Context: an optimization exercise on an open-source flow, tuned for small area and a short achievable clock period. The choices shown serve that exercise and are no tape-out recipe.
The RTL was checked by simulation tests, not by an equivalence proof against the original design.
No activity file was given, so power comes from the tool's default toggle rates.

==> flow/design.v <==
module noc_flit_rx (
    input  wire         clk,
    input  wire         rst,           
    input  wire         in_valid,
    input  wire         in_head,       
    input  wire [255:0] in_flit,
    input  wire [9:0]   in_chk,
    output wire         out_valid,
    output wire         out_head,
    output wire [255:0] out_flit,
    output wire [9:0]   out_chk,
    output wire         out_poison,
    output reg  [31:0]  err_ce,        
    output reg  [31:0]  err_ue         
);
    wire [9:0]  syn_in;        
    reg         v_r;           
    reg         h_r;
    reg [255:0] d_r;           
    reg [3:0]   pl_r, ph_r;    
    reg [7:0]   tl_r, th_r;    
    reg [9:0]   c_r;           
    reg [5:0]   wl_r;          
    reg         wh0_r, wh1_r;  
    reg [5:0]   dc_r;          
    reg         discarding;    
    reg         ce_inc, ue_inc;
    reg [5:0] wl_in, wh_in;
    integer k;
    always @* begin
        wl_in = 6'd0;
        wh_in = 6'd0;
        for (k = 0; k < 32; k = k + 1) begin
            wl_in[(k&1)+(k>>1&1)+(k>>2&1)+(k>>3&1)+(k>>4&1)] =
                wl_in[(k&1)+(k>>1&1)+(k>>2&1)+(k>>3&1)+(k>>4&1)] | (syn_in[4:0] == k);
            wh_in[(k&1)+(k>>1&1)+(k>>2&1)+(k>>3&1)+(k>>4&1)] =
                wh_in[(k&1)+(k>>1&1)+(k>>2&1)+(k>>3&1)+(k>>4&1)] | (syn_in[9:5] == k);
        end
    end
    wire le_last = (syn_in[9:5] < 5'd17) || (syn_in[9:5] == 5'd17 && syn_in[4:0] <= 5'd19);
    wire [5:0] dc_in;
    assign dc_in[0] = wh_in[3] | (wh_in[5] & le_last);
    assign dc_in[1] = wh_in[2] | (wh_in[4] & le_last);
    assign dc_in[2] = wh_in[1] | (wh_in[3] & le_last);
    assign dc_in[3] = wh_in[0] | (wh_in[2] & le_last);
    assign dc_in[4] = wh_in[1] & le_last;
    assign dc_in[5] = wh_in[0] & le_last;
    reg [3:0] pl_in, ph_in;
    reg [7:0] tl_in, th_in;
    always @* begin
        for (k = 0; k < 4; k = k + 1) begin
            pl_in[k] = (syn_in[1:0] == k);
            ph_in[k] = (syn_in[6:5] == k);
        end
        for (k = 0; k < 8; k = k + 1) begin
            tl_in[k] = (syn_in[4:2] == k);
            th_in[k] = (syn_in[9:7] == k);
        end
    end
    reg [31:0] sl, sh;
    always @* begin
        for (k = 0; k < 32; k = k + 1) begin
            sl[k] = pl_r[k & 3] & tl_r[k >> 2];
            sh[k] = ph_r[k & 3] & th_r[k >> 2];
        end
    end
    wire [9:0] s_r;
    assign s_r[0] = pl_r[1] | pl_r[3];
    assign s_r[1] = pl_r[2] | pl_r[3];
    assign s_r[2] = tl_r[1] | tl_r[3] | tl_r[5] | tl_r[7];
    assign s_r[3] = tl_r[2] | tl_r[3] | tl_r[6] | tl_r[7];
    assign s_r[4] = tl_r[4] | tl_r[5] | tl_r[6] | tl_r[7];
    assign s_r[5] = ph_r[1] | ph_r[3];
    assign s_r[6] = ph_r[2] | ph_r[3];
    assign s_r[7] = th_r[1] | th_r[3] | th_r[5] | th_r[7];
    assign s_r[8] = th_r[2] | th_r[3] | th_r[6] | th_r[7];
    assign s_r[9] = th_r[4] | th_r[5] | th_r[6] | th_r[7];
    wire data_corr     = |(wl_r & dc_r);
    wire chk_corr      = (wl_r[1] & wh0_r) | (wl_r[0] & wh1_r);
    wire clean         = wl_r[0] & wh0_r;
    wire correctable   = data_corr | chk_corr;
    wire uncorrectable = !clean & !correctable;
    wire [255:0] flip;
    wire drop = h_r ? uncorrectable : discarding;
    assign out_valid  = v_r && !drop;
    assign out_head   = h_r;
    assign out_flit   = d_r ^ flip;
    assign out_chk    = data_corr ? c_r : (s_r ^ c_r);
    assign out_poison = !h_r && uncorrectable;
    wire x1 = in_flit[30] ^ in_flit[45];
    wire x2 = in_flit[50] ^ in_flit[66];
    wire x3 = in_flit[71] ^ in_flit[77];
    wire x4 = in_flit[94] ^ in_flit[99];
    wire x5 = in_flit[105] ^ in_flit[112];
    wire x6 = in_flit[241] ^ in_chk[0];
    wire x7 = x1 ^ x2;
    wire x8 = x3 ^ x4;
    wire x9 = x5 ^ x6;
    wire x10 = x7 ^ x8;
    wire x11 = x9 ^ x10;
    wire x12 = in_flit[31] ^ in_flit[46];
    wire x13 = in_flit[51] ^ in_flit[67];
    wire x14 = in_flit[72] ^ in_flit[78];
    wire x15 = in_flit[95] ^ in_flit[100];
    wire x16 = in_flit[106] ^ in_flit[113];
    wire x17 = in_flit[242] ^ in_chk[1];
    wire x18 = x12 ^ x13;
    wire x19 = x14 ^ x15;
    wire x20 = x16 ^ x17;
    wire x21 = x18 ^ x19;
    wire x22 = x20 ^ x21;
    wire x23 = in_flit[10] ^ in_flit[20];
    wire x24 = in_flit[35] ^ in_flit[56];
    wire x25 = in_flit[84] ^ in_flit[166];
    wire x26 = in_flit[201] ^ in_flit[221];
    wire x27 = in_flit[231] ^ x23;
    wire x28 = x24 ^ x25;
    wire x29 = x26 ^ x27;
    wire x30 = x28 ^ x29;
    wire x31 = in_flit[32] ^ in_flit[47];
    wire x32 = in_flit[52] ^ in_flit[68];
    wire x33 = in_flit[73] ^ in_flit[79];
    wire x34 = in_flit[96] ^ in_flit[101];
    wire x35 = in_flit[107] ^ in_flit[114];
    wire x36 = in_flit[243] ^ in_chk[2];
    wire x37 = x31 ^ x32;
    wire x38 = x33 ^ x34;
    wire x39 = x35 ^ x36;
    wire x40 = x37 ^ x38;
    wire x41 = x39 ^ x40;
    wire x42 = in_flit[11] ^ in_flit[21];
    wire x43 = in_flit[36] ^ in_flit[57];
    wire x44 = in_flit[85] ^ in_flit[167];
    wire x45 = in_flit[202] ^ in_flit[222];
    wire x46 = in_flit[232] ^ x42;
    wire x47 = x43 ^ x44;
    wire x48 = x45 ^ x46;
    wire x49 = x47 ^ x48;
    wire x50 = in_flit[12] ^ in_flit[22];
    wire x51 = in_flit[37] ^ in_flit[58];
    wire x52 = in_flit[86] ^ in_flit[168];
    wire x53 = in_flit[203] ^ in_flit[223];
    wire x54 = in_flit[233] ^ x50;
    wire x55 = x51 ^ x52;
    wire x56 = x53 ^ x54;
    wire x57 = x55 ^ x56;
    wire x58 = in_flit[0] ^ in_flit[131];
    wire x59 = in_flit[146] ^ in_flit[156];
    wire x60 = in_flit[181] ^ in_flit[191];
    wire x61 = in_flit[211] ^ in_flit[251];
    wire x62 = x58 ^ x59;
    wire x63 = x60 ^ x61;
    wire x64 = x62 ^ x63;
    wire x65 = in_flit[33] ^ in_flit[48];
    wire x66 = in_flit[53] ^ in_flit[69];
    wire x67 = in_flit[74] ^ in_flit[80];
    wire x68 = in_flit[97] ^ in_flit[102];
    wire x69 = in_flit[108] ^ in_flit[115];
    wire x70 = in_flit[244] ^ in_chk[3];
    wire x71 = x65 ^ x66;
    wire x72 = x67 ^ x68;
    wire x73 = x69 ^ x70;
    wire x74 = x71 ^ x72;
    wire x75 = x73 ^ x74;
    wire x76 = in_flit[13] ^ in_flit[23];
    wire x77 = in_flit[38] ^ in_flit[59];
    wire x78 = in_flit[87] ^ in_flit[169];
    wire x79 = in_flit[204] ^ in_flit[224];
    wire x80 = in_flit[234] ^ x76;
    wire x81 = x77 ^ x78;
    wire x82 = x79 ^ x80;
    wire x83 = x81 ^ x82;
    wire x84 = in_flit[14] ^ in_flit[24];
    wire x85 = in_flit[39] ^ in_flit[60];
    wire x86 = in_flit[88] ^ in_flit[170];
    wire x87 = in_flit[205] ^ in_flit[225];
    wire x88 = in_flit[235] ^ x84;
    wire x89 = x85 ^ x86;
    wire x90 = x87 ^ x88;
    wire x91 = x89 ^ x90;
    wire x92 = in_flit[1] ^ in_flit[132];
    wire x93 = in_flit[147] ^ in_flit[157];
    wire x94 = in_flit[182] ^ in_flit[192];
    wire x95 = in_flit[212] ^ in_flit[252];
    wire x96 = x92 ^ x93;
    wire x97 = x94 ^ x95;
    wire x98 = x96 ^ x97;
    wire x99 = in_flit[15] ^ in_flit[25];
    wire x100 = in_flit[40] ^ in_flit[61];
    wire x101 = in_flit[89] ^ in_flit[171];
    wire x102 = in_flit[206] ^ in_flit[226];
    wire x103 = in_flit[236] ^ x99;
    wire x104 = x100 ^ x101;
    wire x105 = x102 ^ x103;
    wire x106 = x104 ^ x105;
    wire x107 = in_flit[2] ^ in_flit[133];
    wire x108 = in_flit[148] ^ in_flit[158];
    wire x109 = in_flit[183] ^ in_flit[193];
    wire x110 = in_flit[213] ^ in_flit[253];
    wire x111 = x107 ^ x108;
    wire x112 = x109 ^ x110;
    wire x113 = x111 ^ x112;
    wire x114 = in_flit[3] ^ in_flit[134];
    wire x115 = in_flit[149] ^ in_flit[159];
    wire x116 = in_flit[184] ^ in_flit[194];
    wire x117 = in_flit[214] ^ in_flit[254];
    wire x118 = x114 ^ x115;
    wire x119 = x116 ^ x117;
    wire x120 = x118 ^ x119;
    wire x121 = in_flit[121] ^ in_flit[126];
    wire x122 = in_flit[141] ^ in_flit[176];
    wire x123 = in_flit[246] ^ x121;
    wire x124 = x122 ^ x123;
    wire x125 = in_flit[34] ^ in_flit[49];
    wire x126 = in_flit[54] ^ in_flit[70];
    wire x127 = in_flit[75] ^ in_flit[81];
    wire x128 = in_flit[98] ^ in_flit[103];
    wire x129 = in_flit[109] ^ in_flit[116];
    wire x130 = in_flit[245] ^ in_chk[4];
    wire x131 = x125 ^ x126;
    wire x132 = x127 ^ x128;
    wire x133 = x129 ^ x130;
    wire x134 = x131 ^ x132;
    wire x135 = x133 ^ x134;
    wire x136 = in_flit[16] ^ in_flit[26];
    wire x137 = in_flit[41] ^ in_flit[62];
    wire x138 = in_flit[90] ^ in_flit[172];
    wire x139 = in_flit[207] ^ in_flit[227];
    wire x140 = in_flit[237] ^ x136;
    wire x141 = x137 ^ x138;
    wire x142 = x139 ^ x140;
    wire x143 = x141 ^ x142;
    wire x144 = in_flit[17] ^ in_flit[27];
    wire x145 = in_flit[42] ^ in_flit[63];
    wire x146 = in_flit[91] ^ in_flit[173];
    wire x147 = in_flit[208] ^ in_flit[228];
    wire x148 = in_flit[238] ^ x144;
    wire x149 = x145 ^ x146;
    wire x150 = x147 ^ x148;
    wire x151 = x149 ^ x150;
    wire x152 = in_flit[4] ^ in_flit[135];
    wire x153 = in_flit[150] ^ in_flit[160];
    wire x154 = in_flit[185] ^ in_flit[195];
    wire x155 = in_flit[215] ^ in_flit[255];
    wire x156 = x152 ^ x153;
    wire x157 = x154 ^ x155;
    wire x158 = x156 ^ x157;
    wire x159 = in_flit[18] ^ in_flit[28];
    wire x160 = in_flit[43] ^ in_flit[64];
    wire x161 = in_flit[92] ^ in_flit[174];
    wire x162 = in_flit[209] ^ in_flit[229];
    wire x163 = in_flit[239] ^ x159;
    wire x164 = x160 ^ x161;
    wire x165 = x162 ^ x163;
    wire x166 = x164 ^ x165;
    wire x167 = in_flit[5] ^ in_flit[136];
    wire x168 = in_flit[151] ^ in_flit[161];
    wire x169 = in_flit[186] ^ in_flit[196];
    wire x170 = in_flit[216] ^ x167;
    wire x171 = x168 ^ x169;
    wire x172 = x170 ^ x171;
    wire x173 = in_flit[6] ^ in_flit[137];
    wire x174 = in_flit[152] ^ in_flit[162];
    wire x175 = in_flit[187] ^ in_flit[197];
    wire x176 = in_flit[217] ^ x173;
    wire x177 = x174 ^ x175;
    wire x178 = x176 ^ x177;
    wire x179 = in_flit[122] ^ in_flit[127];
    wire x180 = in_flit[142] ^ in_flit[177];
    wire x181 = in_flit[247] ^ x179;
    wire x182 = x180 ^ x181;
    wire x183 = in_flit[19] ^ in_flit[29];
    wire x184 = in_flit[44] ^ in_flit[65];
    wire x185 = in_flit[93] ^ in_flit[175];
    wire x186 = in_flit[210] ^ in_flit[230];
    wire x187 = in_flit[240] ^ x183;
    wire x188 = x184 ^ x185;
    wire x189 = x186 ^ x187;
    wire x190 = x188 ^ x189;
    wire x191 = in_flit[7] ^ in_flit[138];
    wire x192 = in_flit[153] ^ in_flit[163];
    wire x193 = in_flit[188] ^ in_flit[198];
    wire x194 = in_flit[218] ^ x191;
    wire x195 = x192 ^ x193;
    wire x196 = x194 ^ x195;
    wire x197 = in_flit[8] ^ in_flit[139];
    wire x198 = in_flit[154] ^ in_flit[164];
    wire x199 = in_flit[189] ^ in_flit[199];
    wire x200 = in_flit[219] ^ x197;
    wire x201 = x198 ^ x199;
    wire x202 = x200 ^ x201;
    wire x203 = in_flit[123] ^ in_flit[128];
    wire x204 = in_flit[143] ^ in_flit[178];
    wire x205 = in_flit[248] ^ x203;
    wire x206 = x204 ^ x205;
    wire x207 = in_flit[9] ^ in_flit[140];
    wire x208 = in_flit[155] ^ in_flit[165];
    wire x209 = in_flit[190] ^ in_flit[200];
    wire x210 = in_flit[220] ^ x207;
    wire x211 = x208 ^ x209;
    wire x212 = x210 ^ x211;
    wire x213 = in_flit[124] ^ in_flit[129];
    wire x214 = in_flit[144] ^ in_flit[179];
    wire x215 = in_flit[249] ^ x213;
    wire x216 = x214 ^ x215;
    wire x217 = in_flit[125] ^ in_flit[130];
    wire x218 = in_flit[145] ^ in_flit[180];
    wire x219 = in_flit[250] ^ x217;
    wire x220 = x218 ^ x219;
    wire x221 = x124 ^ in_flit[120];
    wire x222 = x64 ^ x182;
    wire x223 = x98 ^ x206;
    wire x224 = x113 ^ x216;
    wire x225 = x221 ^ x222;
    wire x226 = x120 ^ x220;
    wire x227 = x30 ^ x158;
    wire x228 = x49 ^ x172;
    wire x229 = x83 ^ x196;
    wire x230 = x223 ^ x224;
    wire x231 = x225 ^ x227;
    wire x232 = x229 ^ x230;
    wire x233 = x57 ^ x178;
    wire x234 = x91 ^ x202;
    wire x235 = x226 ^ x233;
    wire x236 = x106 ^ x212;
    wire x237 = x11 ^ x143;
    wire x238 = x228 ^ x237;
    wire x239 = x231 ^ x232;
    wire x240 = x238 ^ x239;
    wire x241 = x22 ^ x151;
    wire x242 = x223 ^ x234;
    wire x243 = x241 ^ x231;
    wire x244 = x235 ^ x242;
    wire x245 = x243 ^ x244;
    wire x246 = x41 ^ x166;
    wire x247 = x224 ^ x225;
    wire x248 = x228 ^ x236;
    wire x249 = x246 ^ x235;
    wire x250 = x247 ^ x248;
    wire x251 = x249 ^ x250;
    wire x252 = x75 ^ x190;
    wire x253 = x221 ^ x226;
    wire x254 = x234 ^ x236;
    wire x255 = x252 ^ x253;
    wire x256 = x232 ^ x254;
    wire x257 = x255 ^ x256;
    wire x258 = in_flit[120] ^ x158;
    wire x259 = x172 ^ x178;
    wire x260 = x182 ^ x196;
    wire x261 = x202 ^ x206;
    wire x262 = x212 ^ x216;
    wire x263 = x220 ^ x135;
    wire x264 = x143 ^ x151;
    wire x265 = x166 ^ x190;
    wire x266 = x258 ^ x259;
    wire x267 = x260 ^ x261;
    wire x268 = x262 ^ x263;
    wire x269 = x264 ^ x265;
    wire x270 = x266 ^ x267;
    wire x271 = x268 ^ x269;
    wire x272 = x270 ^ x271;
    wire x273 = in_flit[10] ^ in_flit[11];
    wire x274 = in_flit[12] ^ in_flit[13];
    wire x275 = in_flit[14] ^ in_flit[15];
    wire x276 = in_flit[16] ^ in_flit[17];
    wire x277 = in_flit[18] ^ in_flit[19];
    wire x278 = in_flit[121] ^ in_flit[122];
    wire x279 = in_flit[123] ^ in_flit[124];
    wire x280 = in_flit[125] ^ in_chk[5];
    wire x281 = x273 ^ x274;
    wire x282 = x275 ^ x276;
    wire x283 = x277 ^ x278;
    wire x284 = x279 ^ x280;
    wire x285 = x281 ^ x282;
    wire x286 = x283 ^ x284;
    wire x287 = x285 ^ x286;
    wire x288 = in_flit[20] ^ in_flit[21];
    wire x289 = in_flit[22] ^ in_flit[23];
    wire x290 = in_flit[24] ^ in_flit[25];
    wire x291 = in_flit[26] ^ in_flit[27];
    wire x292 = in_flit[28] ^ in_flit[29];
    wire x293 = in_flit[126] ^ in_flit[127];
    wire x294 = in_flit[128] ^ in_flit[129];
    wire x295 = in_flit[130] ^ in_chk[6];
    wire x296 = x288 ^ x289;
    wire x297 = x290 ^ x291;
    wire x298 = x292 ^ x293;
    wire x299 = x294 ^ x295;
    wire x300 = x296 ^ x297;
    wire x301 = x298 ^ x299;
    wire x302 = x300 ^ x301;
    wire x303 = in_flit[30] ^ in_flit[31];
    wire x304 = in_flit[32] ^ in_flit[33];
    wire x305 = in_flit[34] ^ in_flit[131];
    wire x306 = in_flit[132] ^ in_flit[133];
    wire x307 = in_flit[134] ^ in_flit[135];
    wire x308 = in_flit[136] ^ in_flit[137];
    wire x309 = in_flit[138] ^ in_flit[139];
    wire x310 = in_flit[140] ^ x303;
    wire x311 = x304 ^ x305;
    wire x312 = x306 ^ x307;
    wire x313 = x308 ^ x309;
    wire x314 = x310 ^ x311;
    wire x315 = x312 ^ x313;
    wire x316 = x314 ^ x315;
    wire x317 = in_flit[35] ^ in_flit[36];
    wire x318 = in_flit[37] ^ in_flit[38];
    wire x319 = in_flit[39] ^ in_flit[40];
    wire x320 = in_flit[41] ^ in_flit[42];
    wire x321 = in_flit[43] ^ in_flit[44];
    wire x322 = in_flit[141] ^ in_flit[142];
    wire x323 = in_flit[143] ^ in_flit[144];
    wire x324 = in_flit[145] ^ in_chk[7];
    wire x325 = x317 ^ x318;
    wire x326 = x319 ^ x320;
    wire x327 = x321 ^ x322;
    wire x328 = x323 ^ x324;
    wire x329 = x325 ^ x326;
    wire x330 = x327 ^ x328;
    wire x331 = x329 ^ x330;
    wire x332 = in_flit[45] ^ in_flit[46];
    wire x333 = in_flit[47] ^ in_flit[48];
    wire x334 = in_flit[49] ^ in_flit[146];
    wire x335 = in_flit[147] ^ in_flit[148];
    wire x336 = in_flit[149] ^ in_flit[150];
    wire x337 = in_flit[151] ^ in_flit[152];
    wire x338 = in_flit[153] ^ in_flit[154];
    wire x339 = in_flit[155] ^ x332;
    wire x340 = x333 ^ x334;
    wire x341 = x335 ^ x336;
    wire x342 = x337 ^ x338;
    wire x343 = x339 ^ x340;
    wire x344 = x341 ^ x342;
    wire x345 = x343 ^ x344;
    wire x346 = in_flit[50] ^ in_flit[51];
    wire x347 = in_flit[52] ^ in_flit[53];
    wire x348 = in_flit[54] ^ in_flit[156];
    wire x349 = in_flit[157] ^ in_flit[158];
    wire x350 = in_flit[159] ^ in_flit[160];
    wire x351 = in_flit[161] ^ in_flit[162];
    wire x352 = in_flit[163] ^ in_flit[164];
    wire x353 = in_flit[165] ^ x346;
    wire x354 = x347 ^ x348;
    wire x355 = x349 ^ x350;
    wire x356 = x351 ^ x352;
    wire x357 = x353 ^ x354;
    wire x358 = x355 ^ x356;
    wire x359 = x357 ^ x358;
    wire x360 = in_flit[55] ^ in_flit[166];
    wire x361 = in_flit[167] ^ in_flit[168];
    wire x362 = in_flit[169] ^ in_flit[170];
    wire x363 = in_flit[171] ^ in_flit[172];
    wire x364 = in_flit[173] ^ in_flit[174];
    wire x365 = in_flit[175] ^ x360;
    wire x366 = x361 ^ x362;
    wire x367 = x363 ^ x364;
    wire x368 = x365 ^ x366;
    wire x369 = x367 ^ x368;
    wire x370 = in_flit[56] ^ in_flit[57];
    wire x371 = in_flit[58] ^ in_flit[59];
    wire x372 = in_flit[60] ^ in_flit[61];
    wire x373 = in_flit[62] ^ in_flit[63];
    wire x374 = in_flit[64] ^ in_flit[65];
    wire x375 = in_flit[176] ^ in_flit[177];
    wire x376 = in_flit[178] ^ in_flit[179];
    wire x377 = in_flit[180] ^ in_chk[8];
    wire x378 = x370 ^ x371;
    wire x379 = x372 ^ x373;
    wire x380 = x374 ^ x375;
    wire x381 = x376 ^ x377;
    wire x382 = x378 ^ x379;
    wire x383 = x380 ^ x381;
    wire x384 = x382 ^ x383;
    wire x385 = in_flit[66] ^ in_flit[67];
    wire x386 = in_flit[68] ^ in_flit[69];
    wire x387 = in_flit[70] ^ in_flit[181];
    wire x388 = in_flit[182] ^ in_flit[183];
    wire x389 = in_flit[184] ^ in_flit[185];
    wire x390 = in_flit[186] ^ in_flit[187];
    wire x391 = in_flit[188] ^ in_flit[189];
    wire x392 = in_flit[190] ^ x385;
    wire x393 = x386 ^ x387;
    wire x394 = x388 ^ x389;
    wire x395 = x390 ^ x391;
    wire x396 = x392 ^ x393;
    wire x397 = x394 ^ x395;
    wire x398 = x396 ^ x397;
    wire x399 = in_flit[71] ^ in_flit[72];
    wire x400 = in_flit[73] ^ in_flit[74];
    wire x401 = in_flit[75] ^ in_flit[191];
    wire x402 = in_flit[192] ^ in_flit[193];
    wire x403 = in_flit[194] ^ in_flit[195];
    wire x404 = in_flit[196] ^ in_flit[197];
    wire x405 = in_flit[198] ^ in_flit[199];
    wire x406 = in_flit[200] ^ x399;
    wire x407 = x400 ^ x401;
    wire x408 = x402 ^ x403;
    wire x409 = x404 ^ x405;
    wire x410 = x406 ^ x407;
    wire x411 = x408 ^ x409;
    wire x412 = x410 ^ x411;
    wire x413 = in_flit[76] ^ in_flit[201];
    wire x414 = in_flit[202] ^ in_flit[203];
    wire x415 = in_flit[204] ^ in_flit[205];
    wire x416 = in_flit[206] ^ in_flit[207];
    wire x417 = in_flit[208] ^ in_flit[209];
    wire x418 = in_flit[210] ^ x413;
    wire x419 = x414 ^ x415;
    wire x420 = x416 ^ x417;
    wire x421 = x418 ^ x419;
    wire x422 = x420 ^ x421;
    wire x423 = in_flit[77] ^ in_flit[78];
    wire x424 = in_flit[79] ^ in_flit[80];
    wire x425 = in_flit[81] ^ in_flit[211];
    wire x426 = in_flit[212] ^ in_flit[213];
    wire x427 = in_flit[214] ^ in_flit[215];
    wire x428 = in_flit[216] ^ in_flit[217];
    wire x429 = in_flit[218] ^ in_flit[219];
    wire x430 = in_flit[220] ^ x423;
    wire x431 = x424 ^ x425;
    wire x432 = x426 ^ x427;
    wire x433 = x428 ^ x429;
    wire x434 = x430 ^ x431;
    wire x435 = x432 ^ x433;
    wire x436 = x434 ^ x435;
    wire x437 = in_flit[82] ^ in_flit[221];
    wire x438 = in_flit[222] ^ in_flit[223];
    wire x439 = in_flit[224] ^ in_flit[225];
    wire x440 = in_flit[226] ^ in_flit[227];
    wire x441 = in_flit[228] ^ in_flit[229];
    wire x442 = in_flit[230] ^ x437;
    wire x443 = x438 ^ x439;
    wire x444 = x440 ^ x441;
    wire x445 = x442 ^ x443;
    wire x446 = x444 ^ x445;
    wire x447 = in_flit[83] ^ in_flit[231];
    wire x448 = in_flit[232] ^ in_flit[233];
    wire x449 = in_flit[234] ^ in_flit[235];
    wire x450 = in_flit[236] ^ in_flit[237];
    wire x451 = in_flit[238] ^ in_flit[239];
    wire x452 = in_flit[240] ^ x447;
    wire x453 = x448 ^ x449;
    wire x454 = x450 ^ x451;
    wire x455 = x452 ^ x453;
    wire x456 = x454 ^ x455;
    wire x457 = in_flit[241] ^ in_flit[242];
    wire x458 = in_flit[243] ^ in_flit[244];
    wire x459 = in_flit[245] ^ x457;
    wire x460 = x458 ^ x459;
    wire x461 = in_flit[84] ^ in_flit[85];
    wire x462 = in_flit[86] ^ in_flit[87];
    wire x463 = in_flit[88] ^ in_flit[89];
    wire x464 = in_flit[90] ^ in_flit[91];
    wire x465 = in_flit[92] ^ in_flit[93];
    wire x466 = in_flit[246] ^ in_flit[247];
    wire x467 = in_flit[248] ^ in_flit[249];
    wire x468 = in_flit[250] ^ in_chk[9];
    wire x469 = x461 ^ x462;
    wire x470 = x463 ^ x464;
    wire x471 = x465 ^ x466;
    wire x472 = x467 ^ x468;
    wire x473 = x469 ^ x470;
    wire x474 = x471 ^ x472;
    wire x475 = x473 ^ x474;
    wire x476 = in_flit[94] ^ in_flit[95];
    wire x477 = in_flit[96] ^ in_flit[97];
    wire x478 = in_flit[98] ^ in_flit[251];
    wire x479 = in_flit[252] ^ in_flit[253];
    wire x480 = in_flit[254] ^ in_flit[255];
    wire x481 = x476 ^ x477;
    wire x482 = x478 ^ x479;
    wire x483 = x480 ^ x481;
    wire x484 = x482 ^ x483;
    wire x485 = in_flit[99] ^ in_flit[100];
    wire x486 = in_flit[101] ^ in_flit[102];
    wire x487 = in_flit[103] ^ x485;
    wire x488 = x486 ^ x487;
    wire x489 = in_flit[105] ^ in_flit[106];
    wire x490 = in_flit[107] ^ in_flit[108];
    wire x491 = in_flit[109] ^ x489;
    wire x492 = x490 ^ x491;
    wire x493 = in_flit[112] ^ in_flit[113];
    wire x494 = in_flit[114] ^ in_flit[115];
    wire x495 = in_flit[116] ^ x493;
    wire x496 = x494 ^ x495;
    wire x497 = x369 ^ x460;
    wire x498 = x316 ^ x422;
    wire x499 = x345 ^ x446;
    wire x500 = x398 ^ in_flit[117];
    wire x501 = x484 ^ in_flit[104];
    wire x502 = in_flit[110] ^ x497;
    wire x503 = x499 ^ x502;
    wire x504 = x359 ^ x456;
    wire x505 = x412 ^ in_flit[118];
    wire x506 = x488 ^ in_flit[111];
    wire x507 = x436 ^ in_flit[119];
    wire x508 = x287 ^ x498;
    wire x509 = x500 ^ x501;
    wire x510 = x508 ^ x509;
    wire x511 = x503 ^ x510;
    wire x512 = in_flit[104] ^ x302;
    wire x513 = x506 ^ x504;
    wire x514 = x505 ^ x497;
    wire x515 = x498 ^ x512;
    wire x516 = x513 ^ x514;
    wire x517 = x515 ^ x516;
    wire x518 = in_flit[111] ^ x492;
    wire x519 = x331 ^ x518;
    wire x520 = x504 ^ x507;
    wire x521 = x519 ^ x520;
    wire x522 = x503 ^ x521;
    wire x523 = x460 ^ x496;
    wire x524 = x384 ^ x422;
    wire x525 = x446 ^ x456;
    wire x526 = x523 ^ x505;
    wire x527 = x507 ^ x500;
    wire x528 = x524 ^ x525;
    wire x529 = x526 ^ x527;
    wire x530 = x528 ^ x529;
    wire x531 = in_flit[110] ^ in_flit[117];
    wire x532 = in_flit[118] ^ in_flit[119];
    wire x533 = x531 ^ x532;
    wire x534 = x533 ^ x492;
    wire x535 = x496 ^ x506;
    wire x536 = x475 ^ x534;
    wire x537 = x501 ^ x535;
    wire x538 = x536 ^ x537;
    assign syn_in[0] = x240;
    assign syn_in[1] = x245;
    assign syn_in[2] = x251;
    assign syn_in[3] = x257;
    assign syn_in[4] = x272;
    assign syn_in[5] = x511;
    assign syn_in[6] = x517;
    assign syn_in[7] = x522;
    assign syn_in[8] = x530;
    assign syn_in[9] = x538;
    assign flip[0] = sl[7] & sh[0];
    assign flip[1] = sl[11] & sh[0];
    assign flip[2] = sl[13] & sh[0];
    assign flip[3] = sl[14] & sh[0];
    assign flip[4] = sl[19] & sh[0];
    assign flip[5] = sl[21] & sh[0];
    assign flip[6] = sl[22] & sh[0];
    assign flip[7] = sl[25] & sh[0];
    assign flip[8] = sl[26] & sh[0];
    assign flip[9] = sl[28] & sh[0];
    assign flip[10] = sl[3] & sh[1];
    assign flip[11] = sl[5] & sh[1];
    assign flip[12] = sl[6] & sh[1];
    assign flip[13] = sl[9] & sh[1];
    assign flip[14] = sl[10] & sh[1];
    assign flip[15] = sl[12] & sh[1];
    assign flip[16] = sl[17] & sh[1];
    assign flip[17] = sl[18] & sh[1];
    assign flip[18] = sl[20] & sh[1];
    assign flip[19] = sl[24] & sh[1];
    assign flip[20] = sl[3] & sh[2];
    assign flip[21] = sl[5] & sh[2];
    assign flip[22] = sl[6] & sh[2];
    assign flip[23] = sl[9] & sh[2];
    assign flip[24] = sl[10] & sh[2];
    assign flip[25] = sl[12] & sh[2];
    assign flip[26] = sl[17] & sh[2];
    assign flip[27] = sl[18] & sh[2];
    assign flip[28] = sl[20] & sh[2];
    assign flip[29] = sl[24] & sh[2];
    assign flip[30] = sl[1] & sh[3];
    assign flip[31] = sl[2] & sh[3];
    assign flip[32] = sl[4] & sh[3];
    assign flip[33] = sl[8] & sh[3];
    assign flip[34] = sl[16] & sh[3];
    assign flip[35] = sl[3] & sh[4];
    assign flip[36] = sl[5] & sh[4];
    assign flip[37] = sl[6] & sh[4];
    assign flip[38] = sl[9] & sh[4];
    assign flip[39] = sl[10] & sh[4];
    assign flip[40] = sl[12] & sh[4];
    assign flip[41] = sl[17] & sh[4];
    assign flip[42] = sl[18] & sh[4];
    assign flip[43] = sl[20] & sh[4];
    assign flip[44] = sl[24] & sh[4];
    assign flip[45] = sl[1] & sh[5];
    assign flip[46] = sl[2] & sh[5];
    assign flip[47] = sl[4] & sh[5];
    assign flip[48] = sl[8] & sh[5];
    assign flip[49] = sl[16] & sh[5];
    assign flip[50] = sl[1] & sh[6];
    assign flip[51] = sl[2] & sh[6];
    assign flip[52] = sl[4] & sh[6];
    assign flip[53] = sl[8] & sh[6];
    assign flip[54] = sl[16] & sh[6];
    assign flip[55] = sl[0] & sh[7];
    assign flip[56] = sl[3] & sh[8];
    assign flip[57] = sl[5] & sh[8];
    assign flip[58] = sl[6] & sh[8];
    assign flip[59] = sl[9] & sh[8];
    assign flip[60] = sl[10] & sh[8];
    assign flip[61] = sl[12] & sh[8];
    assign flip[62] = sl[17] & sh[8];
    assign flip[63] = sl[18] & sh[8];
    assign flip[64] = sl[20] & sh[8];
    assign flip[65] = sl[24] & sh[8];
    assign flip[66] = sl[1] & sh[9];
    assign flip[67] = sl[2] & sh[9];
    assign flip[68] = sl[4] & sh[9];
    assign flip[69] = sl[8] & sh[9];
    assign flip[70] = sl[16] & sh[9];
    assign flip[71] = sl[1] & sh[10];
    assign flip[72] = sl[2] & sh[10];
    assign flip[73] = sl[4] & sh[10];
    assign flip[74] = sl[8] & sh[10];
    assign flip[75] = sl[16] & sh[10];
    assign flip[76] = sl[0] & sh[11];
    assign flip[77] = sl[1] & sh[12];
    assign flip[78] = sl[2] & sh[12];
    assign flip[79] = sl[4] & sh[12];
    assign flip[80] = sl[8] & sh[12];
    assign flip[81] = sl[16] & sh[12];
    assign flip[82] = sl[0] & sh[13];
    assign flip[83] = sl[0] & sh[14];
    assign flip[84] = sl[3] & sh[16];
    assign flip[85] = sl[5] & sh[16];
    assign flip[86] = sl[6] & sh[16];
    assign flip[87] = sl[9] & sh[16];
    assign flip[88] = sl[10] & sh[16];
    assign flip[89] = sl[12] & sh[16];
    assign flip[90] = sl[17] & sh[16];
    assign flip[91] = sl[18] & sh[16];
    assign flip[92] = sl[20] & sh[16];
    assign flip[93] = sl[24] & sh[16];
    assign flip[94] = sl[1] & sh[17];
    assign flip[95] = sl[2] & sh[17];
    assign flip[96] = sl[4] & sh[17];
    assign flip[97] = sl[8] & sh[17];
    assign flip[98] = sl[16] & sh[17];
    assign flip[99] = sl[1] & sh[18];
    assign flip[100] = sl[2] & sh[18];
    assign flip[101] = sl[4] & sh[18];
    assign flip[102] = sl[8] & sh[18];
    assign flip[103] = sl[16] & sh[18];
    assign flip[104] = sl[0] & sh[19];
    assign flip[105] = sl[1] & sh[20];
    assign flip[106] = sl[2] & sh[20];
    assign flip[107] = sl[4] & sh[20];
    assign flip[108] = sl[8] & sh[20];
    assign flip[109] = sl[16] & sh[20];
    assign flip[110] = sl[0] & sh[21];
    assign flip[111] = sl[0] & sh[22];
    assign flip[112] = sl[1] & sh[24];
    assign flip[113] = sl[2] & sh[24];
    assign flip[114] = sl[4] & sh[24];
    assign flip[115] = sl[8] & sh[24];
    assign flip[116] = sl[16] & sh[24];
    assign flip[117] = sl[0] & sh[25];
    assign flip[118] = sl[0] & sh[26];
    assign flip[119] = sl[0] & sh[28];
    assign flip[120] = sl[31] & sh[0];
    assign flip[121] = sl[15] & sh[1];
    assign flip[122] = sl[23] & sh[1];
    assign flip[123] = sl[27] & sh[1];
    assign flip[124] = sl[29] & sh[1];
    assign flip[125] = sl[30] & sh[1];
    assign flip[126] = sl[15] & sh[2];
    assign flip[127] = sl[23] & sh[2];
    assign flip[128] = sl[27] & sh[2];
    assign flip[129] = sl[29] & sh[2];
    assign flip[130] = sl[30] & sh[2];
    assign flip[131] = sl[7] & sh[3];
    assign flip[132] = sl[11] & sh[3];
    assign flip[133] = sl[13] & sh[3];
    assign flip[134] = sl[14] & sh[3];
    assign flip[135] = sl[19] & sh[3];
    assign flip[136] = sl[21] & sh[3];
    assign flip[137] = sl[22] & sh[3];
    assign flip[138] = sl[25] & sh[3];
    assign flip[139] = sl[26] & sh[3];
    assign flip[140] = sl[28] & sh[3];
    assign flip[141] = sl[15] & sh[4];
    assign flip[142] = sl[23] & sh[4];
    assign flip[143] = sl[27] & sh[4];
    assign flip[144] = sl[29] & sh[4];
    assign flip[145] = sl[30] & sh[4];
    assign flip[146] = sl[7] & sh[5];
    assign flip[147] = sl[11] & sh[5];
    assign flip[148] = sl[13] & sh[5];
    assign flip[149] = sl[14] & sh[5];
    assign flip[150] = sl[19] & sh[5];
    assign flip[151] = sl[21] & sh[5];
    assign flip[152] = sl[22] & sh[5];
    assign flip[153] = sl[25] & sh[5];
    assign flip[154] = sl[26] & sh[5];
    assign flip[155] = sl[28] & sh[5];
    assign flip[156] = sl[7] & sh[6];
    assign flip[157] = sl[11] & sh[6];
    assign flip[158] = sl[13] & sh[6];
    assign flip[159] = sl[14] & sh[6];
    assign flip[160] = sl[19] & sh[6];
    assign flip[161] = sl[21] & sh[6];
    assign flip[162] = sl[22] & sh[6];
    assign flip[163] = sl[25] & sh[6];
    assign flip[164] = sl[26] & sh[6];
    assign flip[165] = sl[28] & sh[6];
    assign flip[166] = sl[3] & sh[7];
    assign flip[167] = sl[5] & sh[7];
    assign flip[168] = sl[6] & sh[7];
    assign flip[169] = sl[9] & sh[7];
    assign flip[170] = sl[10] & sh[7];
    assign flip[171] = sl[12] & sh[7];
    assign flip[172] = sl[17] & sh[7];
    assign flip[173] = sl[18] & sh[7];
    assign flip[174] = sl[20] & sh[7];
    assign flip[175] = sl[24] & sh[7];
    assign flip[176] = sl[15] & sh[8];
    assign flip[177] = sl[23] & sh[8];
    assign flip[178] = sl[27] & sh[8];
    assign flip[179] = sl[29] & sh[8];
    assign flip[180] = sl[30] & sh[8];
    assign flip[181] = sl[7] & sh[9];
    assign flip[182] = sl[11] & sh[9];
    assign flip[183] = sl[13] & sh[9];
    assign flip[184] = sl[14] & sh[9];
    assign flip[185] = sl[19] & sh[9];
    assign flip[186] = sl[21] & sh[9];
    assign flip[187] = sl[22] & sh[9];
    assign flip[188] = sl[25] & sh[9];
    assign flip[189] = sl[26] & sh[9];
    assign flip[190] = sl[28] & sh[9];
    assign flip[191] = sl[7] & sh[10];
    assign flip[192] = sl[11] & sh[10];
    assign flip[193] = sl[13] & sh[10];
    assign flip[194] = sl[14] & sh[10];
    assign flip[195] = sl[19] & sh[10];
    assign flip[196] = sl[21] & sh[10];
    assign flip[197] = sl[22] & sh[10];
    assign flip[198] = sl[25] & sh[10];
    assign flip[199] = sl[26] & sh[10];
    assign flip[200] = sl[28] & sh[10];
    assign flip[201] = sl[3] & sh[11];
    assign flip[202] = sl[5] & sh[11];
    assign flip[203] = sl[6] & sh[11];
    assign flip[204] = sl[9] & sh[11];
    assign flip[205] = sl[10] & sh[11];
    assign flip[206] = sl[12] & sh[11];
    assign flip[207] = sl[17] & sh[11];
    assign flip[208] = sl[18] & sh[11];
    assign flip[209] = sl[20] & sh[11];
    assign flip[210] = sl[24] & sh[11];
    assign flip[211] = sl[7] & sh[12];
    assign flip[212] = sl[11] & sh[12];
    assign flip[213] = sl[13] & sh[12];
    assign flip[214] = sl[14] & sh[12];
    assign flip[215] = sl[19] & sh[12];
    assign flip[216] = sl[21] & sh[12];
    assign flip[217] = sl[22] & sh[12];
    assign flip[218] = sl[25] & sh[12];
    assign flip[219] = sl[26] & sh[12];
    assign flip[220] = sl[28] & sh[12];
    assign flip[221] = sl[3] & sh[13];
    assign flip[222] = sl[5] & sh[13];
    assign flip[223] = sl[6] & sh[13];
    assign flip[224] = sl[9] & sh[13];
    assign flip[225] = sl[10] & sh[13];
    assign flip[226] = sl[12] & sh[13];
    assign flip[227] = sl[17] & sh[13];
    assign flip[228] = sl[18] & sh[13];
    assign flip[229] = sl[20] & sh[13];
    assign flip[230] = sl[24] & sh[13];
    assign flip[231] = sl[3] & sh[14];
    assign flip[232] = sl[5] & sh[14];
    assign flip[233] = sl[6] & sh[14];
    assign flip[234] = sl[9] & sh[14];
    assign flip[235] = sl[10] & sh[14];
    assign flip[236] = sl[12] & sh[14];
    assign flip[237] = sl[17] & sh[14];
    assign flip[238] = sl[18] & sh[14];
    assign flip[239] = sl[20] & sh[14];
    assign flip[240] = sl[24] & sh[14];
    assign flip[241] = sl[1] & sh[15];
    assign flip[242] = sl[2] & sh[15];
    assign flip[243] = sl[4] & sh[15];
    assign flip[244] = sl[8] & sh[15];
    assign flip[245] = sl[16] & sh[15];
    assign flip[246] = sl[15] & sh[16];
    assign flip[247] = sl[23] & sh[16];
    assign flip[248] = sl[27] & sh[16];
    assign flip[249] = sl[29] & sh[16];
    assign flip[250] = sl[30] & sh[16];
    assign flip[251] = sl[7] & sh[17];
    assign flip[252] = sl[11] & sh[17];
    assign flip[253] = sl[13] & sh[17];
    assign flip[254] = sl[14] & sh[17];
    assign flip[255] = sl[19] & sh[17];
    always @(posedge clk) begin
        if (rst) begin
            v_r        <= 1'b0;
            discarding <= 1'b0;
            ce_inc     <= 1'b0;
            ue_inc     <= 1'b0;
            err_ce     <= 32'd0;
            err_ue     <= 32'd0;
        end else begin
            v_r <= in_valid;
            if (v_r && h_r)
                discarding <= uncorrectable;
            ce_inc <= v_r && !drop && correctable;
            ue_inc <= v_r && h_r && uncorrectable;
            err_ce <= err_ce + ce_inc;
            err_ue <= err_ue + ue_inc;
        end
    end
    always @(posedge clk) begin
        h_r <= in_head;
        d_r <= in_flit;
        pl_r <= pl_in;
        tl_r <= tl_in;
        ph_r <= ph_in;
        th_r <= th_in;
        wl_r <= wl_in;
        wh0_r <= wh_in[0];
        wh1_r <= wh_in[1];
        dc_r <= dc_in;
        c_r <= in_chk;
    end
endmodule
==> flow/flow/run.sh <==
#!/bin/bash
# The standard layout (standard.sh), with two changes:
#  - the port buffers are the smallest buffer cell (buf_1) instead of the
#    slow clkdlybuf4s50_1 that buffer_ports picks by default;
#  - the 3-input XOR cells are added to the don't-use list, so the syndrome
#    tree maps to 2-input XORs, which are faster here.
set -euo pipefail
DU="$(make -s -C "$FLOW_HOME" DESIGN_CONFIG="$PWD/config.mk" WORK_HOME="$PWD/orfs" print-DONT_USE_CELLS 2> print.log | sed -n 's/^DONT_USE_CELLS: //p')"
echo "platform don't-use list: $DU" > run.log
for c in xor3_1 xor3_2 xor3_4 xnor3_1 xnor3_2 xnor3_4; do DU="$DU sky130_fd_sc_hd__$c"; done
bash standard.sh DONT_USE_CELLS="$DU" BUFFER_PORTS_ARGS="-buffer_cell sky130_fd_sc_hd__buf_1" finish > standard.log 2>&1
==> flow/standard.sh <==
#!/bin/bash
# synth_recipe.tcl (not shown) runs the flow's synth.tcl, then flattens the netlist and writes it again
# the make line also repeats each setting of config.mk as NAME=value (left out here)
make -C /OpenROAD-flow-scripts/flow DESIGN_CONFIG=/design/flow/config.mk WORK_HOME=/design/flow/orfs CLKGATE_MAP_FILE= SYNTH_SCRIPT=/design/flow/synth_recipe.tcl "${@:-finish}"
==> flow/config.mk <==
export PLATFORM = sky130hd
export DESIGN_NAME = noc_flit_rx
export DESIGN_NICKNAME = noc_flit_rx
export VERILOG_FILES = /design/flow/design.v
export SDC_FILE = /design/flow/constraint.sdc
export NUM_CORES = 4
export LEC_CHECK = 0
export ABC_CLOCK_PERIOD_IN_PS = 7000
export CAP_MARGIN = 20
export CORE_MARGIN = 2
export CORE_UTILIZATION = 60
export CTS_BUF_LIST = sky130_fd_sc_hd__clkbuf_16
export CTS_CLUSTER_DIAMETER = 80
export CTS_CLUSTER_SIZE = 30
export SETUP_SLACK_MARGIN = 5
export SLEW_MARGIN = 20
==> flow/constraint.sdc <==
create_clock -name core_clock -period 9.0 [get_ports {clk}]
set_input_delay 1.8000 -clock core_clock [delete_from_list [all_inputs] [get_ports {clk}]]
set_output_delay 1.8000 -clock core_clock [all_outputs]
set_load 0.01 [all_outputs]
==> results of run 1 <==
how the worst max path moves through the flow:
stage | from | endpoint | slack, ns | depth (start not counted)
6_report | dc_r[1] | out_valid | 4.98 | 9
3_3_place_gp | in_flit[237] | dc_r[3] | 3.87 | 13
5_1_grt | in_flit[127] | wl_r[3] | 4.88 | 14
4_1_cts | ph_r[1] | out_flit[125] | 4.97 | 4
3_5_place_dp | in_flit[237] | dc_r[3] | 3.78 | 13
2_1_floorplan | in_flit[215] | wl_r[3] | 5.00 | 12
logic make-up after synthesis:
family	Yosys count
AOI/OAI and AO/OA	65
xor gates and xnor gates	857
adders and majority gates	4
buffers and inverters	93
DFF	373
muxes	3
and+or+nand+nor	527
state kept, by name (all words and copies together), names as in the netlist, 6 cells and up:
| register | flops |
|---|---|
| d_r | 256 |
| err_ce | 32 |
| err_ue | 32 |
| c_r | 10 |
| th_r | 8 |
| tl_r | 8 |
| dc_r | 6 |
| wl_r | 6 |
worst max-delay path, stage by stage, from the launching register on:
cell                       delay [ns]
sky130_fd_sc_hd__dfxtp_2         0.36
sky130_fd_sc_hd__a22oi_1         0.16
sky130_fd_sc_hd__nand2_1         0.10
sky130_fd_sc_hd__a221oi_4        0.26
sky130_fd_sc_hd__buf_6           0.18
sky130_fd_sc_hd__nand2_2         0.05
sky130_fd_sc_hd__a21o_1          0.20
sky130_fd_sc_hd__a21oi_2         0.16
sky130_fd_sc_hd__nor2b_2         0.06
sky130_fd_sc_hd__buf_2           0.14
layout by cell type (no fill, tap or decap), types with 5 or more instances in the layout:
cell type | Yosys | routed
sky130_fd_sc_hd__xnor2_1 | 746 | 651
sky130_fd_sc_hd__buf_1 | 3 | 543
sky130_fd_sc_hd__dfxtp_1 | 373 | 357
sky130_fd_sc_hd__nand2_1 | 245 | 241
sky130_fd_sc_hd__xnor2_2 | 16 | 106
sky130_fd_sc_hd__xor2_1 | 93 | 86
sky130_fd_sc_hd__nand3_1 | 79 | 79
sky130_fd_sc_hd__nor2_1 | 81 | 79
sky130_fd_sc_hd__clkbuf_2 | 0 | 50
sky130_fd_sc_hd__buf_4 | 0 | 50
sky130_fd_sc_hd__and2_2 | 0 | 21
sky130_fd_sc_hd__a21oi_1 | 21 | 20
sky130_fd_sc_hd__clkbuf_16 | 0 | 19
sky130_fd_sc_hd__and2_1 | 50 | 17
sky130_fd_sc_hd__and3_1 | 17 | 17
sky130_fd_sc_hd__o21ai_0 | 17 | 16
sky130_fd_sc_hd__dfxtp_2 | 0 | 14
sky130_fd_sc_hd__nor2b_1 | 14 | 13
sky130_fd_sc_hd__or3_1 | 13 | 13
sky130_fd_sc_hd__and2_4 | 0 | 12
sky130_fd_sc_hd__o21ai_1 | 7 | 8
sky130_fd_sc_hd__inv_1 | 8 | 8
sky130_fd_sc_hd__nor3_1 | 9 | 8
sky130_fd_sc_hd__xor2_2 | 0 | 7
sky130_fd_sc_hd__buf_2 | 2 | 7
sky130_fd_sc_hd__xnor2_4 | 1 | 6
sky130_fd_sc_hd__diode_2 | 0 | 5
sky130_fd_sc_hd__o41ai_1 | 6 | 5
sky130_fd_sc_hd__nand2b_4 | 1 | 5
layer usage:
metal | global-route usage | up-vias | wire length [um]
met3 | 0.0721 | 172 | 5430
met5 | 0 | - | 23
met2 | 0.642 | 765 | 31300
li1 | - | 7136 | -
met1 | 0.488 | 7447 | 25800
met4 | 0.166 | 4 | 3260
power groups by stage:
stage	Clock (mW)	Sequential [mW]	Combinational (mW)
4_1_cts	1.06	2.02	5.64
5_1_grt	1.10	2.04	7.76
2_1_floorplan	0	1.95	4.09
3_5_place_dp	0	2.05	5.04
6_report	1.06	2.04	7.26
3_3_place_gp	0	2.05	5.00
stage by stage:
step | setup WS [ns] | util | cells | instance area (um2)
2_1_floorplan | 5.00 | - | 1922 | 18400
3_3_place_gp | 3.87 | 0.685 | 2837 | 20800
3_5_place_dp | 3.78 | 0.685 | 2837 | 20800
4_1_cts | 4.97 | 0.719 | 2878 | 21800
5_1_grt | 4.88 | 0.754 | 2920 | 22900
6_report | 4.98 | 0.754 | 2922 | 22900
cell type report:
type	instances	area (um2)
flip-flops and latches	373	7490
well taps	396	495
repair buffers	654	2750
clock inverters	11	150
diodes	5	12.5
multi-input cells	1456	11500
clock buffers	19	475
fillers	2334	7450
inverters	8	30.0
repair_timing:
| item | 4_1_cts | 5_1_grt |
|---|---|---|
| gates cloned | 0 | 0 |
| pin swaps | 8 | 85 |
| endpoints found under the setup margin | 270 | 86 |
| setup buffers | 11 | 39 |
| endpoints found under the hold margin | 0 | 0 |
| resized for setup | 81 | 175 |
==> impl_metrics.prom, run 1 <==
# TYPE chip_impl_metric gauge
chip_impl_info{name="outcome",value="finished clean"} 1
chip_impl_metric{name="drc_errors",unit=""} 0
chip_impl_info{name="synth_ff_type",value="sky130_fd_sc_hd__dfxtp_1"} 1
chip_impl_metric{name="timing.max_cap.violations",unit=""} 0
chip_impl_metric{name="clkTransAtPathRegs",unit="ns"} 0.11
chip_impl_metric{name="timing.max_slew.rel_slack",unit=""} 0.523
chip_impl_metric{name="final_hold_viol_count",unit=""} 0
chip_impl_metric{name="synth_enable_flop_cells",unit=""} 0
chip_impl_metric{name="detail_route.iter0.violations",unit=""} 1039
chip_impl_metric{name="synthMuxAreaShare",unit=""} 0.00164
chip_impl_info{name="largest_family_of_logic_cells_by_synthesized_area",value="XOR/XNOR gates"} 1
chip_impl_metric{name="core",unit="um2"} 30300
chip_impl_metric{name="r2r.worst_path.cells",unit=""} 11
chip_impl_metric{name="r2r_setup_slack",unit="ns"} 6.19
chip_impl_metric{name="design_power_total",unit="mW"} 10.4
chip_impl_metric{name="setup_tns",unit="ns"} 0
chip_impl_metric{name="vias_per_cell",unit=""} 5.31
chip_impl_metric{name="dr.pass1.iters",unit=""} 6
chip_impl_info{name="min-delay-path-class",value="reg2reg"} 1
chip_impl_metric{name="dieWidth",unit="um"} 179
chip_impl_metric{name="globalRouteTotalUtil",unit=""} 0.385
chip_impl_info{name="yosysMostFrequentCell",value="sky130_fd_sc_hd__xnor2_1"} 1
chip_impl_metric{name="h_tree_depth_reported_by_cts",unit=""} 1
chip_impl_metric{name="synth.yosys.seq_area_share",unit=""} 0.407
chip_impl_metric{name="syn-instance-count",unit=""} 1922
chip_impl_metric{name="synth_xor_area_frac",unit=""} 0.418
chip_impl_metric{name="dr_total_vias",unit=""} 15500
chip_impl_metric{name="die_h",unit="um"} 179
chip_impl_metric{name="ys_async_sr_fraction",unit=""} 0
chip_impl_metric{name="yosys.area.top_type_share",unit=""} 0.407
chip_impl_metric{name="worst_slew_pin_slew",unit="ns"} 0.715
chip_impl_metric{name="total_clock_buffers_created_by_cts",unit=""} 18
chip_impl_metric{name="finalWorstPathRequiredPeriod",unit="ns"} 4.02
chip_impl_info{name="setup_repair_after_global_routing_missed_its_margin",value="yes"} 1
chip_impl_metric{name="comb_power_frac",unit=""} 0.701
chip_impl_info{name="critPathLaunchType",value="flop"} 1
chip_impl_metric{name="total_grt_overflow",unit=""} 0
chip_impl_metric{name="fin_crit_sh",unit=""} 0.447
chip_impl_metric{name="setup_viol",unit=""} 0
chip_impl_metric{name="crit_fanout",unit=""} 5
chip_impl_metric{name="final_layout_size_suffix_gt1_frac",unit=""} 0.130
chip_impl_metric{name="start_util",unit=""} 0.604
chip_impl_metric{name="mappedNetlistNets",unit=""} 2196
chip_impl_metric{name="synth_compound_area_frac",unit=""} 0.0212
chip_impl_metric{name="p_sw_frac",unit=""} 0.440
chip_impl_metric{name="slew_violations",unit=""} 0
chip_impl_info{name="worst_setup_path_end_kind",value="output pin"} 1
chip_impl_metric{name="route.detailed.wl_per_inst",unit="um"} 22.5
chip_impl_metric{name="drt-total-wl",unit="um"} 65800
chip_impl_metric{name="cp.required",unit="ns"} 7.20
chip_impl_metric{name="synth_warnings",unit=""} 1
chip_impl_metric{name="p_sw",unit="mW"} 4.55
chip_impl_metric{name="maximum_number_of_buffers_from_clock_root_to_sink",unit=""} 3
chip_impl_info{name="tritoncts",value="yes"} 1
chip_impl_metric{name="die-area",unit="um2"} 32000
chip_impl_metric{name="worst_ep_arrival_time",unit="ns"} 2.22
chip_impl_metric{name="first_global_vias",unit=""} 14600
chip_impl_metric{name="synthAdderAreaFrac",unit=""} 0.00273
chip_impl_info{name="timing.setup.critical_path_class",value="reg2out"} 1
chip_impl_metric{name="internal_power",unit="mW"} 5.80
chip_impl_metric{name="fmax",unit="MHz"} 249
chip_impl_metric{name="synth_seq_cells",unit=""} 373
chip_impl_metric{name="syn_to_final_growth",unit="%"} 24.8
chip_impl_metric{name="nets",unit=""} 2785
chip_impl_metric{name="syn_area_per_cell",unit="um2"} 9.54
chip_impl_metric{name="grt_antenna_before_repair",unit=""} 5
chip_impl_info{name="synth.top_cells.by_area",value="sky130_fd_sc_hd__dfxtp_1 41%, sky130_fd_sc_hd__xnor2_1 36%, sky130_fd_sc_hd__nand2_1 5.0%"} 1
chip_impl_info{name="worst_hold_startpoint",value="v_r"} 1
chip_impl_metric{name="gp_congestion",unit=""} 0.953
chip_impl_metric{name="peakVddDrop",unit="uV"} 666
chip_impl_info{name="timing.rr.start",value="err_ce[3]"} 1
chip_impl_metric{name="later_pin_clock_latency_in_the_skew_report",unit="ns"} 0.55
chip_impl_metric{name="netlist-cell-type-count",unit=""} 42
chip_impl_metric{name="power_leakage",unit="nW"} 8.13
chip_impl_metric{name="grt_start_max_net_pins",unit=""} 69
chip_impl_metric{name="numClockSinks",unit=""} 373
chip_impl_metric{name="clock-skew-final",unit="ns"} 0.00937
chip_impl_metric{name="grt_first_pass_wirelength",unit="um"} 90900
chip_impl_info{name="reg2reg_to",value="err_ce[30]"} 1
chip_impl_info{name="post-synth-top-area-cell",value="sky130_fd_sc_hd__dfxtp_1"} 1
chip_impl_metric{name="antenna_violating_nets_post_route",unit=""} 0
chip_impl_info{name="ctsRootBufferMaster",value="sky130_fd_sc_hd__clkbuf_16"} 1
chip_impl_metric{name="hpwlAfterDp",unit="um"} 51800
chip_impl_metric{name="power-per-cell-area",unit="nW/um2"} 452
chip_impl_metric{name="pin_count",unit=""} 603
chip_impl_info{name="post_synth_most_frequent_cells",value="746 x sky130_fd_sc_hd__xnor2_1, 373 x sky130_fd_sc_hd__dfxtp_1, 245 x sky130_fd_sc_hd__nand2_1, 93 x sky130_fd_sc_hd__xor2_1, 81 x sky130_fd_sc_hd__nor2_1"} 1
chip_impl_metric{name="port-buffer-count",unit=""} 602
chip_impl_metric{name="hold_depth",unit=""} 2
chip_impl_metric{name="mapped_area",unit="um2"} 18300
chip_impl_metric{name="core_rows",unit=""} 64
chip_impl_metric{name="power.clock.fraction",unit=""} 0.102
chip_impl_metric{name="worst_hold_slack",unit="ns"} 0.504
chip_impl_info{name="worst_hold_path.endpoint",value="ue_inc"} 1
chip_impl_metric{name="cts-hold-fix-buffers",unit=""} 0
chip_impl_metric{name="pwr-share-seq",unit=""} 0.197
chip_impl_metric{name="post_synth_and_or_nand_nor_area_fraction",unit=""} 0.130
==> run 2: changes to the inputs <==
--- a/flow/config.mk
+++ b/flow/config.mk
@@ -9,8 +9,8 @@
 export CAP_MARGIN = 20
 export CORE_MARGIN = 2
-export CORE_UTILIZATION = 60
+export CORE_UTILIZATION = 64
 export CTS_BUF_LIST = sky130_fd_sc_hd__clkbuf_16
-export CTS_CLUSTER_DIAMETER = 80
-export CTS_CLUSTER_SIZE = 30
+export CTS_CLUSTER_DIAMETER = 65
+export CTS_CLUSTER_SIZE = 24
 export SETUP_SLACK_MARGIN = 5
 export SLEW_MARGIN = 20
==> impl_metrics.prom, run 2 <==
# TYPE chip_impl_metric gauge
chip_impl_metric{name="grt_start_max_net_pins",unit=""} 69
chip_impl_info{name="final_cell_mix",value="642 x sky130_fd_sc_hd__xnor2_1, 561 x sky130_fd_sc_hd__buf_1, 357 x sky130_fd_sc_hd__dfxtp_1, 243 x sky130_fd_sc_hd__nand2_1, 113 x sky130_fd_sc_hd__xnor2_2"} 1
chip_impl_metric{name="setup_viol",unit=""} 0
chip_impl_metric{name="later_pin_clock_latency_in_the_skew_report",unit="ns"} 0.58
chip_impl_info{name="yosysMostFrequentCell",value="sky130_fd_sc_hd__xnor2_1"} 1
chip_impl_metric{name="dr.pass1.iters",unit=""} 5
chip_impl_metric{name="cp.required",unit="ns"} 7.20
chip_impl_metric{name="first_global_vias",unit=""} 15400
chip_impl_info{name="critPathLaunchType",value="flop"} 1
chip_impl_info{name="max_flop_register",value="d_r"} 1
chip_impl_metric{name="peakVddDrop",unit="uV"} 690
chip_impl_metric{name="antenna_violating_nets_post_route",unit=""} 0
chip_impl_metric{name="crit_fanout",unit=""} 5
chip_impl_info{name="synth.top_cells.by_area",value="sky130_fd_sc_hd__dfxtp_1 41%, sky130_fd_sc_hd__xnor2_1 36%, sky130_fd_sc_hd__nand2_1 5.0%"} 1
chip_impl_metric{name="nets",unit=""} 2783
chip_impl_metric{name="synth_warnings",unit=""} 1
chip_impl_info{name="post-synth-top-area-cell",value="sky130_fd_sc_hd__dfxtp_1"} 1
chip_impl_metric{name="setup_tns",unit="ns"} 0
chip_impl_metric{name="fill_cells",unit=""} 1766
chip_impl_metric{name="mapped_area",unit="um2"} 18300
chip_impl_metric{name="route.detailed.wl_per_inst",unit="um"} 23.6
chip_impl_metric{name="port-buffer-count",unit=""} 602
chip_impl_metric{name="yosys.area.top_type_share",unit=""} 0.407
chip_impl_metric{name="postLayoutCellArea",unit="um2"} 23200
chip_impl_metric{name="finalWorstPathRequiredPeriod",unit="ns"} 4.11
chip_impl_metric{name="largest_register_ffs",unit=""} 256
chip_impl_metric{name="start_util",unit=""} 0.655
chip_impl_metric{name="grt_antenna_before_repair",unit=""} 2
chip_impl_info{name="worst_setup_path_end_kind",value="output pin"} 1
chip_impl_metric{name="vias_per_cell",unit=""} 5.62
chip_impl_metric{name="power_leakage",unit="nW"} 8.26
chip_impl_metric{name="syn-instance-count",unit=""} 1922
chip_impl_metric{name="gp_congestion",unit=""} 0.989
chip_impl_metric{name="worst_slew_pin_slew",unit="ns"} 0.705
chip_impl_metric{name="pwr-share-seq",unit=""} 0.196
chip_impl_metric{name="slew_violations",unit=""} 0
chip_impl_metric{name="fin_crit_sh",unit=""} 0.456
chip_impl_metric{name="total_clock_buffers_created_by_cts",unit=""} 26
chip_impl_metric{name="synth_seq_cells",unit=""} 373
chip_impl_metric{name="worst_hold_slack",unit="ns"} 0.496
chip_impl_info{name="timing.setup.critical_path_class",value="reg2out"} 1
chip_impl_metric{name="globalRouteTotalUtil",unit=""} 0.421
chip_impl_metric{name="timing.max_cap.violations",unit=""} 0
chip_impl_metric{name="p_sw_frac",unit=""} 0.447
chip_impl_metric{name="h_tree_depth_reported_by_cts",unit=""} 1
chip_impl_metric{name="mappedNetlistNets",unit=""} 2196
chip_impl_metric{name="design_power_total",unit="mW"} 10.4
chip_impl_info{name="setup_repair_after_global_routing_missed_its_margin",value="yes"} 1
chip_impl_metric{name="hpwlAfterDp",unit="um"} 52600
chip_impl_metric{name="worst_ep_arrival_time",unit="ns"} 2.31
chip_impl_metric{name="syn_area_per_cell",unit="um2"} 9.54
chip_impl_metric{name="dieWidth",unit="um"} 173
chip_impl_metric{name="syn_to_final_growth",unit="%"} 26.5
chip_impl_metric{name="fmax",unit="MHz"} 244
chip_impl_metric{name="pin_count",unit=""} 603
chip_impl_metric{name="grt_first_pass_wirelength",unit="um"} 95100
chip_impl_metric{name="clkTransAtPathRegs",unit="ns"} 0.09
chip_impl_info{name="largest_regs",value="d_r (256), err_ce (32), err_ue (32)"} 1
chip_impl_metric{name="core_rows",unit=""} 61
chip_impl_metric{name="ys_async_sr_fraction",unit=""} 0
chip_impl_metric{name="numClockSinks",unit=""} 373
chip_impl_metric{name="die-area",unit="um2"} 30000
chip_impl_metric{name="power.clock.fraction",unit=""} 0.125
chip_impl_metric{name="synth.yosys.seq_area_share",unit=""} 0.407
chip_impl_info{name="synth_ff_type",value="sky130_fd_sc_hd__dfxtp_1"} 1
chip_impl_info{name="outcome",value="finished clean"} 1
chip_impl_metric{name="final_setup_slack_of_the_worst_path",unit="ns"} 4.89
chip_impl_metric{name="netlist-cell-type-count",unit=""} 42
chip_impl_metric{name="synth_enable_flop_cells",unit=""} 0
chip_impl_metric{name="drt-total-wl",unit="um"} 68700
chip_impl_info{name="layout_commonest_cell",value="sky130_fd_sc_hd__xnor2_1"} 1
chip_impl_metric{name="p_sw",unit="mW"} 4.67
chip_impl_metric{name="die_h",unit="um"} 173
chip_impl_metric{name="internal_power",unit="mW"} 5.77
chip_impl_metric{name="timing.max_slew.rel_slack",unit=""} 0.530
chip_impl_metric{name="power-per-cell-area",unit="nW/um2"} 450
chip_impl_metric{name="dr_total_vias",unit=""} 16300
chip_impl_metric{name="detail_route.iter0.violations",unit=""} 1395
chip_impl_metric{name="final_layout_size_suffix_gt1_frac",unit=""} 0.127
chip_impl_metric{name="detailedPlace.worstSlack",unit="ns"} 3.80
chip_impl_metric{name="final_hold_viol_count",unit=""} 0
chip_impl_info{name="tritoncts",value="yes"} 1
chip_impl_info{name="post_synth_most_frequent_cells",value="746 x sky130_fd_sc_hd__xnor2_1, 373 x sky130_fd_sc_hd__dfxtp_1, 245 x sky130_fd_sc_hd__nand2_1, 93 x sky130_fd_sc_hd__xor2_1, 81 x sky130_fd_sc_hd__nor2_1"} 1
chip_impl_metric{name="clock-skew-final",unit="ns"} 0.0208
chip_impl_metric{name="total_grt_overflow",unit=""} 0
chip_impl_metric{name="placement.cell_area",unit="um2"} 20800
chip_impl_metric{name="maximum_number_of_buffers_from_clock_root_to_sink",unit=""} 3
chip_impl_info{name="min-delay-path-class",value="reg2reg"} 1
chip_impl_metric{name="core",unit="um2"} 28000
chip_impl_metric{name="drc_errors",unit=""} 0
chip_impl_info{name="ctsRootBufferMaster",value="sky130_fd_sc_hd__clkbuf_16"} 1
chip_impl_metric{name="comb_power_frac",unit=""} 0.679
==> run 2: worst max-delay path: stages, from the launching register on <==
cell	delay, ns
sky130_fd_sc_hd__dfxtp_2	0.35
sky130_fd_sc_hd__a22oi_2	0.21
sky130_fd_sc_hd__nand2_1	0.12
sky130_fd_sc_hd__a221oi_4	0.24
sky130_fd_sc_hd__buf_6	0.19
sky130_fd_sc_hd__nand2_4	0.05
sky130_fd_sc_hd__a21o_1	0.20
sky130_fd_sc_hd__a21oi_2	0.15
sky130_fd_sc_hd__nor2b_2	0.07
sky130_fd_sc_hd__buf_2	0.13
==> run 2: power groups by stage <==
stage	Sequential, mW	Combinational [mW]	Clock (mW)
finish	2.05	7.08	1.31
global route	2.05	7.46	1.37
CTS	2.03	5.95	1.30
detailed placement	2.05	5.05	0
global placement	2.05	5.04	0
floorplan	1.95	4.09	0
==> run 2: repair_timing <==
item | in CTS | in global routing
gates cloned | 0 | 1
gates resized for setup | 117 | 139
pin swaps | 15 | 55
hold buffers | 0 | 0
setup buffers | 15 | 24
setup endpoints to repair | 276 | 103
==> run 2: cell families (layout without fill, tap and decap cells) <==
logic type                 after synthesis  count (layout)  share of synthesized area
other                                    0               1                          0
xor gates and xnor gates               857             858                      0.418
DFF                                    373             373                      0.407
AOI/OAI and AO/OA                       65              65                     0.0212
adders and majority gates                4               4                    0.00273
and+or+nand+nor                        527             527                      0.130
buffers and inverters                   93             697                     0.0192
muxes                                    3               3                    0.00164
==> run 2: path summary, 6_finish.rpt <==
check,start,end,slack (ns),cells after the start
worst max-delay path,wl_r[1],out_valid,4.89,9
worst min-delay path,discarding,discarding,0.50,2
worst max register to register,err_ce[3],err_ce[26],6.20,11
worst min register to register,discarding,discarding,0.50,2
==> run 2: per-stage QoR <==
stage	utilization	instances
2_1_floorplan	-	1922
3_3_place_gp	0.742	2819
3_5_place_dp	0.742	2819
4_1_cts	0.795	2880
5_1_grt	0.828	2905
6_report	0.828	2906
==> run 2: per-layer routing <==
metal	part of all wire	global-route usage
met1	0.36	0.514
met2	0.47	0.689
met3	0.11	0.113
met4	0.062	0.205
met5	0.00012	0
==> run 2: cell type report <==
cell class | count | area (um2) | area share
Antenna cell | 1 | 2.50 | 0.000108
Clock buffer | 26 | 651 | 0.0280
Clock inverter | 20 | 268 | 0.0115
Inverter | 8 | 30.0 | 0.00129
Multi-Input combinational cell | 1457 | 11600 | 0.500
Sequential cell | 373 | 7490 | 0.323
Tap cell | 378 | 473 | 0.0204
Timing Repair Buffer | 643 | 2680 | 0.115

-- afterwards: timing with drivers on the ports --
Ports are ideal in the flow. The routed layouts listed here were re-timed in OpenROAD.
Step 1: set_driving_cell puts a clkbuf_16 on clk and a buf_2 on each other input, an assumption about the parent block.
Step 2, shift: input delay + t, output delay - t, t = (earliest + latest rising clock arrival at the registers) / 2. This alone moves slack from input paths to output paths.
Three values: ideal ports, drivers, drivers and shift; two values: the first two.
| run | shift t [ns] | setup WS [ns] | hold WS [ns] | pins driven straight from the clock port |
|---|---|---|---|---|
| run 1 | 0.585 | 4.980 / 4.926 / 4.423 | 0.504 / 0.504 / 0.504 | 1 |
| run 2 | 0.617 | 4.894 / 4.841 / 4.344 | 0.496 / 0.496 / 0.496 | 1 |
After both steps setup and hold are still met in every run listed. The setup slack of run 1, which loses most, moves by -0.054 ns with the drivers and by -0.557 ns with both steps.
